Context: an optimization exercise on an open-source flow, tuned for small area, a short achievable clock period and few clock cycles. The choices shown serve that exercise and are no tape-out recipe.
In this exercise RTL edits were held to simulation tests only and were not proved equivalent to the original.

==> inputs of branch pepper <==
==> flow/design.v <==
module svetva_chain (
    input  wire         clk,
    input  wire         rst,
    input  wire         cmd_valid,
    output wire         cmd_ready,
    input  wire         cmd_open,
    input  wire [63:0]  cmd_uid,
    input  wire [7:0]   cmd_ring,
    input  wire [31:0]  cmd_rcount,
    input  wire [31:0]  cmd_seq,
    input  wire         in_valid,
    output wire         in_ready,
    input  wire [31:0]  in_data,
    output wire [255:0] chain,
    output reg          done
);
    function [31:0] rotr(input [31:0] x, input integer n);
        rotr = (x >> n) | (x << (32 - n));
    endfunction
    function [31:0] bsig0(input [31:0] x);
        bsig0 = rotr(x, 2) ^ rotr(x, 13) ^ rotr(x, 22);
    endfunction
    function [31:0] bsig1(input [31:0] x);
        bsig1 = rotr(x, 6) ^ rotr(x, 11) ^ rotr(x, 25);
    endfunction
    function [31:0] ssig0(input [31:0] x);
        ssig0 = rotr(x, 7) ^ rotr(x, 18) ^ (x >> 3);
    endfunction
    function [31:0] ssig1(input [31:0] x);
        ssig1 = rotr(x, 17) ^ rotr(x, 19) ^ (x >> 10);
    endfunction
    function [31:0] bswap(input [31:0] x);
        bswap = {x[7:0], x[15:8], x[23:16], x[31:24]};
    endfunction
    function [63:0] csa(input [31:0] x, input [31:0] y, input [31:0] z);
        csa = {((x & y) | (x & z) | (y & z)) << 1, x ^ y ^ z};
    endfunction
    localparam [31:0] IV0 = 32'h6a09e667, IV1 = 32'hbb67ae85,
                      IV2 = 32'h3c6ef372, IV3 = 32'ha54ff53a,
                      IV4 = 32'h510e527f, IV5 = 32'h9b05688c,
                      IV6 = 32'h1f83d9ab, IV7 = 32'h5be0cd19;
    reg          busy;          
    reg          pre;           
    reg          op_open;       
    reg  [5:0]   t;             
    reg  [1:0]   rcur;          
    reg          run_last;      
    reg  [17:0]  rem;           
    reg          d_cur;         
    reg          d_nxt;         
    reg  [16:0]  lenw;          
    reg          gl;            
    reg  [31:0]  ibuf;          
    reg          ibuf_v;
    reg          need;          
    reg  [3:0]   rcnt;          
    reg          f61, f62, f63;         
    reg          gw;            
    reg  [3:0]   j;             
    reg  [1:0]   gbk;           
    reg          f13;           
    reg  [31:0]  a, b, c, d, e, f, g, h;
    reg  [31:0]  H0, H1, H2, H3, H4, H5, H6, H7;    
    reg  [31:0]  wq [0:15];     
    reg  [31:0]  pa;            
    assign chain = {bswap(H7), bswap(H6), bswap(H5), bswap(H4),
                    bswap(H3), bswap(H2), bswap(H1), bswap(H0)};
    wire        accept  = !busy && cmd_valid;
    wire        rot     = (rcnt != 4'd0);
    wire        stall   = rot || (need && !ibuf_v);    
    wire        step    = busy && !stall;
    wire        finish  = step && f63 && !pre && run_last;
    assign cmd_ready = !busy;
    assign in_ready  = busy && !op_open && (!ibuf_v || (need && !rot));
    reg  [5:0]  t_n;
    reg         pre_n;
    reg  [1:0]  rcur_n;
    always @(*) begin
        t_n    = t;
        pre_n  = pre;
        rcur_n = rcur;
        if (accept) begin
            t_n = 6'd62;
        end else if (step) begin
            t_n = t + 6'd1;
            if (f63) begin
                pre_n = 1'b0;
                if (!pre) begin
                    if (run_last) begin
                        t_n   = 6'd61;
                        pre_n = 1'b1;
                        rcur_n = 2'd0;
                    end else if (rcur != 2'd2) begin
                        rcur_n = rcur + 2'd1;
                    end
                end
            end
        end
    end
    wire        hi_n   = (t_n >= 6'd61);
    wire        gw_n   = hi_n || (t_n <= 6'd12);
    wire [3:0]  j_n    = t_n[3:0] + 4'd3;
    wire [1:0]  gbk_n  = !hi_n ? rcur_n : pre_n ? 2'd0 : (rcur_n == 2'd2 ? 2'd2 : rcur_n + 2'd1);
    wire        rreg    = (gbk == 2'd2) || (gbk == 2'd1 && j[3]);    
    wire        rem_lt4 = rem[17] || (rem[16:2] == 15'd0);
    wire        w_len   = (gbk == 2'd1) && (j == 4'd1);              
    wire        w_dec   = (gbk == 2'd2) || (gbk == 2'd1 && j >= 4'd2);
    wire        mk      = gw && (accept || step);                    
    wire        d_cur_n = !mk ? d_cur : w_len ? 1'b1 : w_dec ? d_nxt : d_cur;
    function data_of(input [1:0] gb, input [3:0] jj, input df);
        case (gb)
            2'd0:    data_of = jj[3];
            2'd1:    data_of = !jj[3] || df;
            default: data_of = df;
        endcase
    endfunction
    wire        busy_n  = accept || (busy && !finish);
    wire        need_n  = busy_n && !(accept ? 1'b1 : op_open) && gw_n && data_of(gbk_n, j_n, d_cur_n);
    always @(posedge clk) begin
        if (rst) begin
            busy    <= 1'b0;
            pre     <= 1'b1;
            t       <= 6'd61;
            rcur    <= 2'd0;
            done    <= 1'b0;
            ibuf_v  <= 1'b0;
            need    <= 1'b0;
            rcnt    <= 4'd0;
            f61 <= 1'b1; f62 <= 1'b0; f63 <= 1'b0;
            gw  <= 1'b1; j <= 4'd0; gbk <= 2'd0; f13 <= 1'b0;
        end else begin
            busy   <= busy_n;
            done   <= finish;
            t      <= t_n;
            pre    <= pre_n;
            rcur   <= rcur_n;
            need   <= need_n;
            ibuf_v <= (in_valid && in_ready) || (ibuf_v && !(need && !rot));
            if (rot)
                rcnt <= rcnt - 4'd1;
            else if (busy && need && !ibuf_v)
                rcnt <= 4'd15;
            f61 <= (t_n == 6'd61);
            f62 <= (t_n == 6'd62);
            f63 <= (t_n == 6'd63);
            gw  <= gw_n;
            j   <= j_n;
            gbk <= gbk_n;
            f13 <= (t_n == 6'd13) && !pre_n;
            if (accept)
                op_open <= cmd_open;
        end
    end
    always @(posedge clk) begin
        if (in_valid && in_ready)
            ibuf <= in_data;
    end
    always @(posedge clk) begin
        if (mk) begin
            if (w_len) begin
                rem   <= 18'd24 + {2'b00, ibuf[15:0]};
                lenw  <= 17'd96 + {1'b0, ibuf[15:0]};
                d_cur <= 1'b1;
                d_nxt <= 1'b1;
            end else if (w_dec) begin
                rem   <= rem - 18'd4;
                d_cur <= d_nxt;
                d_nxt <= !rem[17] && ((rem[16:4] != 13'd0) || (rem[3] && rem[2:0] != 3'd0));
            end
            if (j == 4'd0)
                gl <= rreg && rem_lt4;
            else if (rreg && rem_lt4 && j <= 4'd13)
                gl <= 1'b1;
        end
        if (step && f13)
            run_last <= op_open || gl;
    end
    wire        opn   = busy ? op_open : cmd_open;
    wire [31:0] in_be = bswap(ibuf);
    reg  [31:0] hword;
    always @(*) begin
        case (j[2:0])
            3'd0: hword = H0;
            3'd1: hword = H1;
            3'd2: hword = H2;
            3'd3: hword = H3;
            3'd4: hword = H4;
            3'd5: hword = H5;
            3'd6: hword = H6;
            default: hword = H7;
        endcase
    end
    reg  [31:0] msg;
    always @(*) begin
        msg = 32'd0;
        if (opn) begin
            case (j)
                4'd0:  msg = 32'h53564554;                    
                4'd1:  msg = 32'h56412d43;                    
                4'd2, 4'd3, 4'd4, 4'd5, 4'd6: msg = hword;    
                4'd7:  msg = 32'h80000000;
                4'd15: msg = 32'd224;                         
                default: msg = 32'd0;
            endcase
        end else if (gbk == 2'd0 && !j[3]) begin
            msg = hword;                                      
        end else if (!rreg || !rem_lt4) begin
            msg = in_be;
        end else if (d_cur) begin
            case (rem[1:0])
                2'd1:    msg = {in_be[31:24], 8'h80, 16'd0};
                2'd2:    msg = {in_be[31:16], 8'h80, 8'd0};
                default: msg = {in_be[31:8], 8'h80};
            endcase
        end else if (!rem[17]) begin
            msg = 32'h80000000;
        end else if (gl && j == 4'd15) begin
            msg = {12'd0, lenw, 3'b000};
        end
    end
    wire [63:0] cs1   = csa(ssig1(wq[14]), wq[9], ssig0(wq[1]));
    wire [63:0] cs2   = csa(cs1[31:0], cs1[63:32], wq[0]);
    wire [31:0] sched = cs2[31:0] + cs2[63:32];
    wire [31:0] w_new = gw ? msg : sched;
    wire [5:0]  tk = t + 6'd1;
    reg  [31:0] k_lu;
    reg  [31:0] k_nx;
    always @(posedge clk)
        if (!stall)
            k_nx <= k_lu;
    always @(*) begin
        case (tk)
            6'd0: k_lu = 32'h71374491;
            6'd1: k_lu = 32'hb5c0fbcf;
            6'd2: k_lu = 32'he9b5dba5;
            6'd3: k_lu = 32'h3956c25b;
            6'd4: k_lu = 32'h59f111f1;
            6'd5: k_lu = 32'h923f82a4;
            6'd6: k_lu = 32'hab1c5ed5;
            6'd7: k_lu = 32'hd807aa98;
            6'd8: k_lu = 32'h12835b01;
            6'd9: k_lu = 32'h243185be;
            6'd10: k_lu = 32'h550c7dc3;
            6'd11: k_lu = 32'h72be5d74;
            6'd12: k_lu = 32'h80deb1fe;
            6'd13: k_lu = 32'h9bdc06a7;
            6'd14: k_lu = 32'hc19bf174;
            6'd15: k_lu = 32'he49b69c1;
            6'd16: k_lu = 32'hefbe4786;
            6'd17: k_lu = 32'h0fc19dc6;
            6'd18: k_lu = 32'h240ca1cc;
            6'd19: k_lu = 32'h2de92c6f;
            6'd20: k_lu = 32'h4a7484aa;
            6'd21: k_lu = 32'h5cb0a9dc;
            6'd22: k_lu = 32'h76f988da;
            6'd23: k_lu = 32'h983e5152;
            6'd24: k_lu = 32'ha831c66d;
            6'd25: k_lu = 32'hb00327c8;
            6'd26: k_lu = 32'hbf597fc7;
            6'd27: k_lu = 32'hc6e00bf3;
            6'd28: k_lu = 32'hd5a79147;
            6'd29: k_lu = 32'h06ca6351;
            6'd30: k_lu = 32'h14292967;
            6'd31: k_lu = 32'h27b70a85;
            6'd32: k_lu = 32'h2e1b2138;
            6'd33: k_lu = 32'h4d2c6dfc;
            6'd34: k_lu = 32'h53380d13;
            6'd35: k_lu = 32'h650a7354;
            6'd36: k_lu = 32'h766a0abb;
            6'd37: k_lu = 32'h81c2c92e;
            6'd38: k_lu = 32'h92722c85;
            6'd39: k_lu = 32'ha2bfe8a1;
            6'd40: k_lu = 32'ha81a664b;
            6'd41: k_lu = 32'hc24b8b70;
            6'd42: k_lu = 32'hc76c51a3;
            6'd43: k_lu = 32'hd192e819;
            6'd44: k_lu = 32'hd6990624;
            6'd45: k_lu = 32'hf40e3585;
            6'd46: k_lu = 32'h106aa070;
            6'd47: k_lu = 32'h19a4c116;
            6'd48: k_lu = 32'h1e376c08;
            6'd49: k_lu = 32'h2748774c;
            6'd50: k_lu = 32'h34b0bcb5;
            6'd51: k_lu = 32'h391c0cb3;
            6'd52: k_lu = 32'h4ed8aa4a;
            6'd53: k_lu = 32'h5b9cca4f;
            6'd54: k_lu = 32'h682e6ff3;
            6'd55: k_lu = 32'h748f82ee;
            6'd56: k_lu = 32'h78a5636f;
            6'd57: k_lu = 32'h84c87814;
            6'd58: k_lu = 32'h8cc70208;
            6'd59: k_lu = 32'h90befffa;
            6'd60: k_lu = 32'ha4506ceb;
            6'd61: k_lu = 32'hbef9a3f7;
            6'd62: k_lu = 32'hc67178f2;
            6'd63: k_lu = 32'h428a2f98;
            default: k_lu = 32'h0;
        endcase
    end
    wire [31:0] s1v = bsig1(e);
    wire [31:0] chv = (e & f) ^ (~e & g);
    wire [31:0] s0v = bsig0(a);
    wire [31:0] mjv = (a & b) ^ (a & c) ^ (b & c);
    wire [31:0] fa0 = f63 ? H0 : 32'd0;
    wire [31:0] fe4 = f63 ? H4 : 32'd0;
    wire [63:0] ct1 = csa(pa, s1v, chv);                   
    wire [63:0] ca2 = csa(fa0, mjv, s0v);
    wire [63:0] ca3 = csa(ct1[31:0], ct1[63:32], ca2[31:0]);
    wire [63:0] ca4 = csa(ca3[31:0], ca3[63:32], ca2[63:32]);
    wire [31:0] a_nx = ca4[31:0] + ca4[63:32];
    wire [63:0] ce2 = csa(ct1[31:0], ct1[63:32], d);
    wire [63:0] ce3 = csa(ce2[31:0], ce2[63:32], fe4);
    wire [31:0] e_nx = ce3[31:0] + ce3[63:32];
    wire [31:0] hsa  = f61 ? H3 : f62 ? H2 : H1;
    wire [31:0] hse  = f61 ? H7 : f62 ? H6 : H5;
    wire [31:0] ad_a = a + hsa;
    wire [31:0] ad_e = e + hse;
    wire [31:0] hsrc = f63 ? (pre ? IV7 : H7) : g;
    wire [63:0] cp1  = csa(hsrc, k_nx, wq[14]);
    wire        run  = step && !pre;            
    integer i;
    always @(posedge clk) begin
        for (i = 0; i < 15; i = i + 1)
            wq[i] <= wq[i + 1];
        wq[15] <= stall ? wq[0] : w_new;
    end
    always @(posedge clk) begin
        if (!stall) begin
            pa <= cp1[31:0] + cp1[63:32];
            if (pre) begin
                {a, b, c, d, e, f, g, h} <= {IV0, IV1, IV2, IV3, IV4, IV5, IV6, IV7};
            end else if (f63) begin
                a <= a_nx; b <= ad_a; c <= H2; d <= H3;
                e <= e_nx; f <= ad_e; g <= H6; h <= H7;
            end else begin
                a <= a_nx; b <= a; c <= b; d <= c;
                e <= e_nx; f <= e; g <= f; h <= g;
            end
        end
    end
    always @(posedge clk) begin
        if (rst) begin
            {H0, H1, H2, H3, H4, H5, H6, H7} <= 256'd0;
        end else if (accept) begin
            if (cmd_open) begin
                H2 <= bswap(cmd_uid[31:0]);
                H3 <= bswap(cmd_uid[63:32]);
                H4 <= {cmd_ring, 24'd0};
                H5 <= bswap(cmd_rcount);
                H6 <= bswap(cmd_seq);
            end
        end else if (run) begin
            if (f13 && rcur == 2'd0)
                {H0, H1, H2, H3, H4, H5, H6, H7} <= {IV0, IV1, IV2, IV3, IV4, IV5, IV6, IV7};
            if (f61) begin H3 <= ad_a; H7 <= ad_e; end
            if (f62) begin H2 <= ad_a; H6 <= ad_e; end
            if (f63) begin H0 <= a_nx; H1 <= ad_a; H4 <= e_nx; H5 <= ad_e; end
        end
    end
endmodule
==> flow/flow/run.sh <==
#!/bin/bash
# Layout flow: the standard ORFS flow (standard.sh: standard synthesis,
# floorplan, placement, CTS, routing, finish) with the clock, I/O constraints
# and every step unchanged; only ORFS's setup repair (repair_timing in
# floorplan, CTS and global routing) aims at a larger setup slack margin, so
# that it sizes up the critical paths further.
# make's full output goes to flow_make.log here; each ORFS step also keeps its
# own log under orfs/logs/.
set -euo pipefail
cd "$(dirname "$0")/.."
bash standard.sh SETUP_SLACK_MARGIN=8 finish > flow_make.log 2>&1
==> flow/standard.sh <==
#!/bin/bash
# synth_recipe.tcl (not shown) runs the flow's synth.tcl, then flattens the netlist and writes it again
# the make line also repeats each setting of config.mk as NAME=value (left out here)
make -C /OpenROAD-flow-scripts/flow DESIGN_CONFIG=/design/flow/config.mk WORK_HOME=/design/flow/orfs CLKGATE_MAP_FILE= SYNTH_SCRIPT=/design/flow/synth_recipe.tcl "${@:-finish}"
==> flow/config.mk <==
export PLATFORM = sky130hd
export DESIGN_NAME = svetva_chain
export DESIGN_NICKNAME = svetva_chain
export VERILOG_FILES = /design/flow/design.v
export SDC_FILE = /design/flow/constraint.sdc
export NUM_CORES = 4
export LEC_CHECK = 0
export CAP_MARGIN = 20
export CORE_MARGIN = 2
export CORE_UTILIZATION = 50
export SLEW_MARGIN = 20
==> flow/constraint.sdc <==
create_clock -name core_clock -period 12.5 [get_ports {clk}]
set_input_delay 2.5000 -clock core_clock [delete_from_list [all_inputs] [get_ports {clk}]]
set_output_delay 2.5000 -clock core_clock [all_outputs]
set_load 0.01 [all_outputs]
==> branch garnet: changes against branch pepper <==
--- a/flow/flow/run.sh
+++ b/flow/flow/run.sh
@@ -8,4 +8,4 @@
 # own log under orfs/logs/.
 set -euo pipefail
 cd "$(dirname "$0")/.."
-bash standard.sh SETUP_SLACK_MARGIN=8 finish > flow_make.log 2>&1
+bash standard.sh SETUP_SLACK_MARGIN=7.5 finish > flow_make.log 2>&1
==> flow_metrics.py <==
metrics = {
    "run_status": {
        "outcome": "timing/DRC/antenna clean",
    },
    "sta": {
        "fin_crit_ns": 5.47,
    },
    "detailed_routing": {
        "first_pass_iters": 8,
    },
}
Source of the figures above: branch garnet

==> flow_metrics.py <==
metrics = {
    "run_status": {
        "outcome": "timing/DRC/antenna clean",
    },
    "clock_network": {
        "cts.clk_slew.worst_paths_ns": 0.06,
    },
    "sta": {
        "setup_ws_ns": 6.97,
        "fin_crit_ns": 5.53,
    },
    "critical_path": {
        "startpoint_type": "register",
    },
    "detailed_routing": {
        "first_pass_iters": 7,
    },
}
Source of the figures above: branch pepper

Testbench counts of branch pepper, summed over its fixed seeds: cycles 136,456.
Testbench counts of branch garnet, summed over its fixed seeds: cycles 136,456.

## what the ideal ports hide
In the flow no input, the clock included, has a driving cell. The finished layouts below were timed again as built, in two steps.
Step 1, drivers: a clkbuf_16 drives clk and a buf_2 each remaining input, both assumed.
Step 2 also shifts input and output timing later by t, the mid clock arrival at the registers, as if the neighbouring blocks saw the same clock.
Three values: ideal ports, drivers, drivers and shift; two values: the first two.
run	shift t [ns]	setup WS [ns]	worst hold slack (ns)	slew at the worst register clock pin (ns)	worst data-port slew with drivers (ns)
branch pepper	0.854	6.971 / 6.971 / 6.971	0.258 / 0.258 / 0.258	0.08 / 0.08	0.15
branch garnet	0.863	7.026 / 7.026 / 6.738	0.295 / 0.295 / 0.295	0.07 / 0.07	0.12
After both steps setup and hold are still met in every run listed. The setup slack of branch garnet, which loses most, moves by 0.000 ns with the drivers and by -0.288 ns with both steps.
